This is an optimization exercise on Yosys and OpenROAD, whose aim is small area, a short achievable clock period and few clock cycles per item, not a production implementation. Function not checked in this run: the RTL went through the layout flow alone. No activity file was given, so power comes from the tool's default toggle rates.

$ cat design.v
module kd_fadd (
    input  wire [31:0] a,
    input  wire [31:0] b,
    output reg  [31:0] y
);
    wire        sa = a[31];
    wire        sb = b[31];
    wire [7:0]  ea = a[30:23];
    wire [7:0]  eb = b[30:23];
    wire        a_nan = (ea == 8'hFF) && (a[22:0] != 0);
    wire        b_nan = (eb == 8'hFF) && (b[22:0] != 0);
    wire        a_inf = (ea == 8'hFF) && (a[22:0] == 0);
    wire        b_inf = (eb == 8'hFF) && (b[22:0] == 0);
    wire [23:0] ma  = {ea != 0, a[22:0]};
    wire [23:0] mb  = {eb != 0, b[22:0]};
    wire [7:0]  eaf = (ea == 0) ? 8'd1 : ea;
    wire [7:0]  ebf = (eb == 0) ? 8'd1 : eb;
    wire        a_big = (a[30:0] >= b[30:0]);
    wire        sx  = a_big ? sa  : sb;
    wire        sy  = a_big ? sb  : sa;
    wire [7:0]  ex  = a_big ? eaf : ebf;
    wire [7:0]  ey  = a_big ? ebf : eaf;
    wire [23:0] mx  = a_big ? ma  : mb;
    wire [23:0] my  = a_big ? mb  : ma;
    wire [7:0]  d   = ex - ey;
    reg  [26:0] my_sh;
    reg  [26:0] lost;
    always @* begin
        lost = 27'd0;
        if (d >= 8'd27) begin
            my_sh = {26'd0, my != 0};
        end else begin
            my_sh = {my, 3'b000} >> d;
            lost  = ({my, 3'b000} << (8'd27 - d));
            my_sh[0] = my_sh[0] | (lost != 0);
        end
    end
    wire        sub = sx ^ sy;
    wire [27:0] sum = sub ? ({1'b0, mx, 3'b000} - {1'b0, my_sh})
                          : ({1'b0, mx, 3'b000} + {1'b0, my_sh});
    reg  [4:0] lz;
    integer i;
    always @* begin
        lz = 5'd27;
        for (i = 0; i < 27; i = i + 1)
            if (sum[i]) lz = 5'd26 - i[4:0];
    end
    reg  [26:0] m;
    reg  [9:0]  e;
    reg  [4:0]  sh;
    wire [7:0]  sh_max = ex - 8'd1;
    reg  [30:0] packed_r;
    reg         inc;
    always @* begin
        m = 27'd0;
        e = 10'd0;
        sh = 5'd0;
        if (sum[27]) begin
            m = {sum[27:2], sum[1] | sum[0]};
            e = {2'b00, ex} + 10'd1;
        end else begin
            sh = ({3'b000, lz} > ex - 8'd1) ? sh_max[4:0] : lz;
            m  = sum[26:0] << sh;
            e  = {2'b00, ex} - {5'd0, sh};
        end
        inc = m[2] & (m[1] | m[0] | m[3]);
        packed_r = {(m[26] ? e[7:0] : 8'd0), m[25:3]} + {30'd0, inc};
        if (a_nan || b_nan || (a_inf && b_inf && (sa != sb)))
            y = 32'h7FC0_0000;
        else if (a_inf)
            y = a;
        else if (b_inf)
            y = b;
        else if (sum == 0)
            y = {sa & sb, 31'd0};
        else if (e >= 10'd255)
            y = {sx, 8'hFF, 23'd0};
        else
            y = {sx, packed_r};
    end
endmodule
module kd_alarm_eval (
    input  wire        clk,
    input  wire        rst,
    input  wire [6:0]  cfg_limit_enable,
    input  wire [31:0] cfg_ll,
    input  wire [31:0] cfg_l,
    input  wire [31:0] cfg_h,
    input  wire [31:0] cfg_hh,
    input  wire [31:0] cfg_deadband,
    input  wire [19:0] cfg_on_delay,
    input  wire [19:0] cfg_off_delay,
    input  wire [19:0] cfg_flt_on_delay,
    input  wire [19:0] cfg_flt_off_delay,
    input  wire        cfg_limits_on_bad,
    input  wire [11:0] cfg_shelve_max_min,
    input  wire        ev_valid,
    output wire        ev_ready,
    input  wire [31:0] ev_time,
    input  wire [31:0] ev_value,
    input  wire [2:0]  ev_quality,
    input  wire        ev_hold,
    input  wire [31:0] ev_action,
    output reg         res_valid,
    output wire [31:0] res_state,
    output wire [15:0] res_seq,
    output wire [3:0]  res_pw_event,
    output wire [19:0] res_ev_a,
    output wire [19:0] res_ev_b
);
    localparam [3:0] E_NONE = 4'h0, E_ONSET = 4'h1, E_RETURN = 4'h2, E_ACK = 4'h3,
                     E_SHELVE = 4'h4, E_UNSHELVE = 4'h5, E_OOS_ON = 4'h6, E_OOS_OFF = 4'h7;
    localparam [2:0] Q_STALE = 3'd2, Q_BAD = 3'd3, Q_INTEGRITY = 3'd4;
    function automatic is_nan(input [31:0] x);
        is_nan = (x[30:23] == 8'hFF) && (x[22:0] != 0);
    endfunction
    function automatic f_lt(input [31:0] x, input [31:0] y);
        reg both_zero;
        begin
            both_zero = (x[30:0] == 0) && (y[30:0] == 0);
            if (is_nan(x) || is_nan(y) || both_zero)
                f_lt = 1'b0;
            else if (x[31] != y[31])
                f_lt = x[31];
            else if (!x[31])
                f_lt = x[30:0] < y[30:0];
            else
                f_lt = x[30:0] > y[30:0];
        end
    endfunction
    function automatic f_le(input [31:0] x, input [31:0] y);
        begin
            if (is_nan(x) || is_nan(y))
                f_le = 1'b0;
            else
                f_le = f_lt(x, y) || (x == y) || ((x[30:0] == 0) && (y[30:0] == 0));
        end
    endfunction
    reg [4:0]  c_en;
    reg [31:0] c_ll, c_l, c_h, c_hh, c_db;
    reg [19:0] c_on, c_off, c_fon, c_foff;
    reg        c_lob;
    reg [11:0] c_smax;
    always @(posedge clk) begin
        c_en   <= {cfg_limit_enable[6], cfg_limit_enable[3:0]};
        c_ll   <= cfg_ll;
        c_l    <= cfg_l;
        c_h    <= cfg_h;
        c_hh   <= cfg_hh;
        c_db   <= cfg_deadband;
        c_on   <= cfg_on_delay;
        c_off  <= cfg_off_delay;
        c_fon  <= cfg_flt_on_delay;
        c_foff <= cfg_flt_off_delay;
        c_lob  <= cfg_limits_on_bad;
        c_smax <= cfg_shelve_max_min;
    end
    reg        s_valid;           
    reg [31:0] s_time, s_value, s_action;
    reg [2:0]  s_quality;
    reg        s_hold;
    reg        warm;              
    reg [2:0]  fill;              
    wire       go = s_valid && warm;    
    assign ev_ready = !s_valid || warm;
    always @(posedge clk) begin
        if (ev_ready) begin
            s_time    <= ev_time;
            s_value   <= ev_value;
            s_action  <= ev_action;
            s_quality <= ev_quality;
            s_hold    <= ev_hold;
        end
    end
    reg  [31:0] thr [0:3];
    reg  [31:0] fa_a;
    wire [31:0] fa_b = {c_db[31] ^ fill[1], c_db[30:0]};
    wire [31:0] fa_y;
    always @* begin
        case (fill[1:0])
            2'd0: fa_a = c_ll;
            2'd1: fa_a = c_l;
            2'd2: fa_a = c_h;
            default: fa_a = c_hh;
        endcase
    end
    kd_fadd u_add (.a(fa_a), .b(fa_b), .y(fa_y));
    always @(posedge clk) begin
        if (rst) begin
            s_valid <= 1'b0;
            warm    <= 1'b0;
            fill    <= 3'd0;
        end else begin
            s_valid <= ev_ready ? ev_valid : s_valid;
            if ((ev_ready ? ev_valid : s_valid) || go) begin
                if (!warm && s_valid) begin
                    if (fill == 3'd7) warm <= 1'b1;
                    fill <= (fill == 3'd0) ? 3'd4 : fill + 3'd1;
                end
            end else begin
                warm <= 1'b0;
                fill <= 3'd0;
            end
        end
    end
    always @(posedge clk) begin
        if (!warm && s_valid && fill[2])
            thr[fill[1:0]] <= fa_y;
    end
    reg        oos, shelved;
    reg [31:0] shelve_end;
    reg [4:0]  raw, act, unack;
    reg [15:0] tseq;
    reg [19:0] tm_acc [0:4];      
    reg [4:0]  tm_run, tm_held;
    reg [31:0] prev_time;         
    reg [2:0]  o_pw;
    reg [4:0]  o_a_any, o_a_ack, o_b_on, o_b_ret;
    reg        n_oos, n_shelved;
    reg [31:0] n_shelve_end;
    reg [4:0]  n_raw, n_act, n_unack;
    reg [15:0] n_tseq;
    reg [19:0] n_acc [0:4];
    reg [4:0]  n_run, n_held;
    reg [3:0]  pw_ev;
    reg [4:0]  a_any, a_ack, b_on, b_ret;
    reg [4:0]  en, old_act, set_t, clr_t;
    reg        proc_held, expired, unshelve, end_wrap;
    reg [3:0]  action;
    reg [11:0] minutes;
    reg [31:0] elapsed;
    reg        el_big;
    reg [20:0] sum;
    reg [19:0] dly;
    reg        fire;
    reg [3:0]  n_events;
    reg [16:0] seq_sum;
    integer    k;
    wire [31:0] shelve_len = {4'd0, minutes, 16'd0} - {8'd0, minutes, 12'd0}
                           - {12'd0, minutes, 8'd0} - {14'd0, minutes, 6'd0}
                           + {15'd0, minutes, 5'd0};    
    always @* begin
        n_oos        = oos;
        n_shelved    = shelved;
        n_shelve_end = shelve_end;
        n_raw        = raw;
        n_act        = act;
        n_unack      = unack;
        n_tseq       = tseq;
        n_run        = tm_run;
        n_held       = tm_held;
        for (k = 0; k < 5; k = k + 1)
            n_acc[k] = tm_acc[k];
        pw_ev    = E_NONE;
        a_any    = 5'd0;
        a_ack    = 5'd0;
        b_on     = 5'd0;
        b_ret    = 5'd0;
        en       = c_en;
        action   = s_action[3:0];
        minutes  = s_action[15:4];
        old_act  = act;
        set_t    = 5'd0;
        clr_t    = 5'd0;
        proc_held = 1'b0;
        expired  = 1'b0;
        end_wrap = 1'b0;
        unshelve = 1'b0;
        elapsed  = s_time - prev_time;
        el_big   = elapsed[31:20] != 12'd0;
        sum      = 21'd0;
        dly      = 20'd0;
        fire     = 1'b0;
        n_events = 4'd0;
        seq_sum  = 17'd0;
        if (s_quality == Q_INTEGRITY) begin
            n_held = 5'b11111;
        end else begin
            case (action)
                4'h1: begin  
                    if (s_action[31:16] == 16'hFFFF || s_action[31:16] == tseq) begin
                        a_any   = unack;
                        a_ack   = unack;
                        n_unack = 5'd0;
                    end
                end
                4'h2: begin  
                    if (c_smax != 0 && minutes != 0 && minutes <= c_smax && !oos) begin
                        n_shelved    = 1'b1;
                        n_unack      = 5'd0;
                        {end_wrap, n_shelve_end} = {1'b0, s_time} + {1'b0, shelve_len};
                        pw_ev        = E_SHELVE;
                    end
                end
                4'h3: begin  
                    if (shelved) unshelve = 1'b1;
                end
                4'h4: begin  
                    n_oos     = 1'b1;
                    n_shelved = 1'b0;
                    n_raw     = 5'd0;
                    n_act     = 5'd0;
                    n_unack   = 5'd0;
                    n_run     = 5'd0;
                    n_held    = 5'd0;
                    pw_ev     = E_OOS_ON;
                end
                4'h5: begin  
                    if (oos) begin
                        n_oos = 1'b0;
                        pw_ev = E_OOS_OFF;
                    end
                end
                default: ;
            endcase
            if (n_shelved && (pw_ev == E_SHELVE ? end_wrap : s_time >= shelve_end))
                unshelve = 1'b1;
            if (unshelve) begin
                n_shelved = 1'b0;
                pw_ev     = E_UNSHELVE;
                n_unack   = n_unack | act;
                a_any     = a_any | act;
                a_ack     = a_ack & ~act;
            end
            old_act = n_act;
            if (!n_oos) begin
                set_t[0] = f_le(s_value, c_ll);
                clr_t[0] = f_lt(thr[0], s_value);
                set_t[1] = f_le(s_value, c_l);
                clr_t[1] = f_lt(thr[1], s_value);
                set_t[2] = f_le(c_h, s_value);
                clr_t[2] = f_lt(s_value, thr[2]);
                set_t[3] = f_le(c_hh, s_value);
                clr_t[3] = f_lt(s_value, thr[3]);
                proc_held = s_hold || (s_quality >= Q_STALE && !c_lob);
                if (!proc_held) begin
                    for (k = 0; k < 4; k = k + 1) begin
                        if (set_t[k])
                            n_raw[k] = 1'b1;
                        else if (clr_t[k])
                            n_raw[k] = 1'b0;
                    end
                end
                n_raw[4] = (s_quality == Q_BAD);
                n_raw = n_raw & en;
                for (k = 0; k < 5; k = k + 1) begin
                    if (k == 4)
                        dly = n_act[k] ? c_foff : c_fon;
                    else
                        dly = n_act[k] ? c_off : c_on;
                    sum = (n_run[k] ? {1'b0, n_acc[k]} : 21'd0)
                        + ((n_run[k] && !n_held[k]) ? {1'b0, elapsed[19:0]} : 21'd0);
                    fire = (n_run[k] && !n_held[k] && el_big) || (sum >= {1'b0, dly});
                    if (!en[k]) begin
                        n_act[k]  = 1'b0;
                        n_run[k]  = 1'b0;
                        n_held[k] = 1'b0;
                    end else if (k < 4 && proc_held) begin
                        n_held[k] = 1'b1;
                    end else if (n_raw[k] == n_act[k]) begin
                        n_run[k]  = 1'b0;
                        n_held[k] = 1'b0;
                    end else begin
                        n_held[k] = 1'b0;
                        if (fire) begin
                            n_act[k] = n_raw[k];
                            n_run[k] = 1'b0;
                        end else begin
                            n_run[k] = 1'b1;
                            n_acc[k] = sum[19:0];
                        end
                    end
                end
                if (!n_shelved) begin
                    b_on    = n_act & ~old_act;
                    b_ret   = ~n_act & old_act;
                    n_unack = n_unack | b_on;
                end
            end
            n_events = {3'd0, pw_ev != E_NONE};
            for (k = 0; k < 5; k = k + 1)
                n_events = n_events + {3'd0, a_any[k]} + {3'd0, b_on[k]} + {3'd0, b_ret[k]};
            seq_sum = {1'b0, tseq} + {13'd0, n_events};
            n_tseq  = (seq_sum >= 17'd65535) ? seq_sum[15:0] + 16'd1 : seq_sum[15:0];
        end
    end
    always @(posedge clk) begin
        if (rst) begin
            oos        <= 1'b0;
            shelved    <= 1'b0;
            raw        <= 5'd0;
            act        <= 5'd0;
            unack      <= 5'd0;
            tseq       <= 16'd0;
            tm_run     <= 5'd0;
            tm_held    <= 5'd0;
            res_valid  <= 1'b0;
        end else begin
            res_valid <= go;
            if (go) begin
                oos        <= n_oos;
                shelved    <= n_shelved;
                raw        <= n_raw;
                act        <= n_act;
                unack      <= n_unack;
                tseq       <= n_tseq;
                tm_run     <= n_run;
                tm_held    <= n_held;
            end
        end
    end
    always @(posedge clk) begin
        if (go) begin
            shelve_end <= n_shelve_end;
            prev_time  <= s_time;
            for (k = 0; k < 5; k = k + 1)
                tm_acc[k] <= n_acc[k];
            o_pw    <= pw_ev[2:0];
            o_a_any <= a_any;
            o_a_ack <= a_ack;
            o_b_on  <= b_on;
            o_b_ret <= b_ret;
        end
    end
    assign res_state = {oos, shelved, 2'b00, 5'd0,
                        unack[4], 2'b00, unack[3:0], 1'b0,
                        act[4], 2'b00, act[3:0], 1'b0,
                        raw[4], 2'b00, raw[3:0]};
    assign res_seq      = tseq;
    assign res_pw_event = {1'b0, o_pw};
    genvar g;
    generate
        for (g = 0; g < 5; g = g + 1) begin : g_ev
            assign res_ev_a[4*g+3:4*g] = {2'b00, o_a_ack[g], o_a_any[g]};
            assign res_ev_b[4*g+3:4*g] = {2'b00, o_b_ret[g], o_b_on[g]};
        end
    endgenerate
endmodule
$ cat run.sh
#!/bin/bash
# synth_recipe.tcl (not shown) runs the flow's synth.tcl, then flattens the netlist and writes it again
# the make line also repeats each setting of config.mk as NAME=value (left out here)
make -C /OpenROAD-flow-scripts/flow DESIGN_CONFIG=/design/flow/config.mk WORK_HOME=/design/flow/orfs CLKGATE_MAP_FILE= SYNTH_SCRIPT=/design/flow/synth_recipe.tcl finish
$ cat config.mk
export PLATFORM = sky130hd
export DESIGN_NAME = kd_alarm_eval
export DESIGN_NICKNAME = kd_alarm_eval
export VERILOG_FILES = /design/flow/design.v
export SDC_FILE = /design/flow/constraint.sdc
export NUM_CORES = 4
export LEC_CHECK = 0
export CAP_MARGIN = 20
export CORE_MARGIN = 2
export CORE_UTILIZATION = 40
export SLEW_MARGIN = 20
$ cat constraint.sdc
create_clock -name core_clock -period 50.0 [get_ports {clk}]
set_input_delay 10.0000 -clock core_clock [delete_from_list [all_inputs] [get_ports {clk}]]
set_output_delay 10.0000 -clock core_clock [all_outputs]
set_load 0.01 [all_outputs]
==> flow_summary.toml <==
[run_status]
status = "complete, no violations"

[setup_path]
critPathMaxFanout = 29
start_kind = "flip-flop"
crit_family = "compound AO/OA/AOI/OAI gates"
end_kind = "flip-flop"
cpPeakStageDelay_ps = 860
critical_path_class = "flip-flop to flip-flop"
r2r-start = "fill[1]"
cp.required_ps = 50330
cp_slowest_cell = "o21ai_0"
worstPathArrival_ps = 20990
rrSetupSlack_ps = 29340
r2r-end = "thr[3][27]"
crit_top_cell = "o21ai_0"
worst-path-stages = 64
worst_r2r_path_depth = 64
path_buf_inv = 10

[clock_network]
numCtsBuffers = 86
clock_latency_ps = 720
cts_root_buffer = "clkbuf_16"
clock-sinks = 722
cts_buffer_depth = 3
htree_levels = 3
cts_hold_buf = 0
tritoncts = "done"
cts_resized = 0
clkTransAtPathRegs_ps = 60
cts_setup_buffers = 0

[sta]
skew_ps = 47.1
maxSlewHeadroom_pct = 23.0
hold_ws_ps = 482
period_needed_ps = 20660
finalSetupViolCount = 0
rsz0062_at_grt = "false"
slew_viol_final = 0
hold_viol_final = 0
tns_ps = 0
worst_pin_slew_ps = 1150
min_period_over_period_pct = 41.3
fmax_mhz = 48.4

[finish]
fillers = 13000
final_util_pct = 46.9
syn2layout_area_growth_pct = 16.5
drive_gt1_share_pct = 5.74
final_nets = 7574
stdcell_area_um2 = 64500

[grt]
grt_pass1_vias = 46100
grt_max_degree = 77
grt_usage_pct = 26.2
grt_pass1_wl_mm = 284
grt_antenna_before_repair = 4
overflow = 0

[routing]
wire_per_inst_um = 22.9
drc = 0
drtPass1Iterations = 10
postRouteWirelength_mm = 191
dr_total_vias = 47900
vias_per_cell = 5.75
drt_iter0_drc = 4403
ant_nets = 0

[synthesis]
synth_top_area_share_pct = 22.5
synthSimpleGateAreaFrac_pct = 16.7
netlist_area_um2 = 55300
ys_seq_area_share_pct = 33.6
synth_top_family_by_area = "compound AO/OA/AOI/OAI gates"
synth.most_common_cell = "ha_1"
synthDistinctLibCells = 123
netlist_top_cells_count = "ha_1, inv_1, nor2_1, a21oi_1, edfxtp_1"
synth-seq-cells = 722
synthFlopType = "edfxtp_1"
yosys.area.top_type = "edfxtp_1"
synth_edf_count = 415
synth_warnings = 4
synth.area.top_cells = "edfxtp_1, ha_1, dfxtp_1"
synthArstFlopShare_pct = 0
synth-compound-area-share_pct = 18.3
synthMuxAreaShare_pct = 4.00
synthAdderAreaFrac_pct = 17.5
synthCells = 6062
synth_area_per_cell_um2 = 9.13
synthXorXnorAreaFrac_pct = 4.41

[placement]
globalplace.congestion = 0.945
hpwl_mm = 153
io_buffer_count = 418
post_dp_cell_area_um2 = 61500

[die]
initial_core_util_pct = 40.3
ios = 457
die_w_um = 376
core_um2 = 137000
die-area_um2 = 141000
rows = 136
fp.dieH_um = 376

[min_path]
hold_path_class = "flip-flop to flip-flop"
whs_path_depth = 0
holdPathEnd = "prev_time[0]"
min_from = "s_time[0]"

[power]
ir_drop_mv = 0.0236
power_density_nw_per_um2 = 36.4
total_power_mw = 2.35
p_leak_nw = 28.3

[job]
timing.max_cap.violations = 0
## cells in the final DEF (no fill, tap or decap), drive strengths merged, types with 32 or more instances in the layout
| cell type | synthesis | routed |
|---|---|---|
| ha | 715 | 715 |
| inv | 522 | 533 |
| nor2 | 487 | 487 |
| a21oi | 473 | 473 |
| clkdlybuf4s50 | 0 | 417 |
| edfxtp | 415 | 415 |
| o21ai | 328 | 328 |
| nand2 | 313 | 313 |
| dfxtp | 307 | 307 |
| xnor2 | 220 | 220 |
| mux2i | 168 | 168 |
| and3 | 153 | 153 |
| nand4 | 150 | 150 |
| a21o | 145 | 145 |
| nor2b | 121 | 121 |
| nand3 | 115 | 115 |
| nor4 | 112 | 112 |
| nand2b | 106 | 106 |
| o21bai | 106 | 106 |
| clkbuf | 134 | 105 |
| nor3 | 96 | 96 |
| buf | 98 | 90 |
| o211ai | 60 | 60 |
| xor2 | 57 | 57 |
| a211oi | 53 | 53 |
| o21a | 50 | 50 |
| clkinv | 2 | 38 |
| fa | 36 | 36 |
| conb | 1 | 36 |
| a31oi | 33 | 33 |
| a222oi | 32 | 32 |
## metrics by stage
stage | instances | setup WS (ps)
2_1_floorplan | 6097 | 33910
3_3_place_gp | 8164 | 29840
3_5_place_dp | 8164 | 29770
4_1_cts | 8326 | 29620
5_1_grt | 8329 | 28120
6_report | 8330 | 29340
## per-layer routing
metal / global-route usage (%) / vias up / share of wire (%)
li1: - / 23000 / -
met1: 33.8 / 22900 / 42
met2: 43.2 / 1672 / 46
met3: 4.98 / 366 / 7.2
met4: 10.1 / 0 / 4.1
met5: 0 / - / 0
## kinds of logic after synthesis
| family | Yosys count |
|---|---|
| and+or+nand+nor | 1798 |
| muxes | 206 |
| xor gates and xnor gates | 277 |
| other | 1 |
| AOI/OAI and AO/OA | 1551 |
| buffers and inverters | 756 |
| adders and majority gates | 751 |
| DFF | 722 |
## final cells by class
cell class                 count  area, µm²  share of cell area (%)
tap                         1794       2240                    3.48
clock inverter                57        557                   0.864
inverter                     524       1970                    3.06
antenna                        2       5.00                 0.00776
clock buffer                 105       2350                    3.65
timing repair buffer         507       4870                    7.56
multi-input combinational   4619      33900                    52.5
sequential                   722      18600                    28.9
## sequential cells by signal, summed over array words and instances, names as in the netlist, 12 cells and up
register    flops
s_time         32
tseq           16
tm_acc        100
c_ll           32
c_hh           32
c_smax         12
c_h            32
s_action       32
c_fon          20
s_value        32
c_off          20
c_db           32
c_l            32
thr           128
c_on           20
prev_time      32
shelve_end     32
c_foff         20
## where the power goes
part           switching, mW  internal (mW)
combinational          0.627          0.363
clock                  0.284          0.362
sequential            0.0270          0.686
total                  0.937           1.41
## how the worst max path moves through the flow
| stage | slack (ps) | startpoint | endpoint |
|---|---|---|---|
| 2_1_floorplan | 33910 | fill[0] | thr[0][12] |
| 3_3_place_gp | 29840 | fill[1] | thr[1][29] |
| 3_5_place_dp | 29770 | fill[1] | thr[0][29] |
| 4_1_cts | 29620 | fill[1] | thr[3][29] |
| 5_1_grt | 28120 | fill[1] | thr[3][27] |
| 6_report | 29340 | fill[1] | thr[3][27] |

re-timing with driven ports:
In the flow no input, the clock included, has a driving cell. The finished layout below was timed again as built, in two steps. Step 1, drivers: a clkbuf_16 drives clk and a buf_2 each remaining input, both assumed. Step 2 adds t to the input delays and takes it off the output delays; t is the mean of the earliest and latest rising clock arrival at the registers after step 1. Input paths then give back, and output paths get back, about the clock's delay inside the block. a / b / c = no drivers / after step 1 / after step 2; a / b = the first two.
t, ns: 0.770
slack for setup (ns): 29.342 / 29.342 / 29.342
worst setup path after step 2: register to register
worst data-port slew with drivers (ns): 0.11
pins driven straight from the clock port: 1
After both steps setup and hold are still met in this run. The setup slack of this run moves by 0.000 ns with the drivers and by 0.000 ns with both steps.
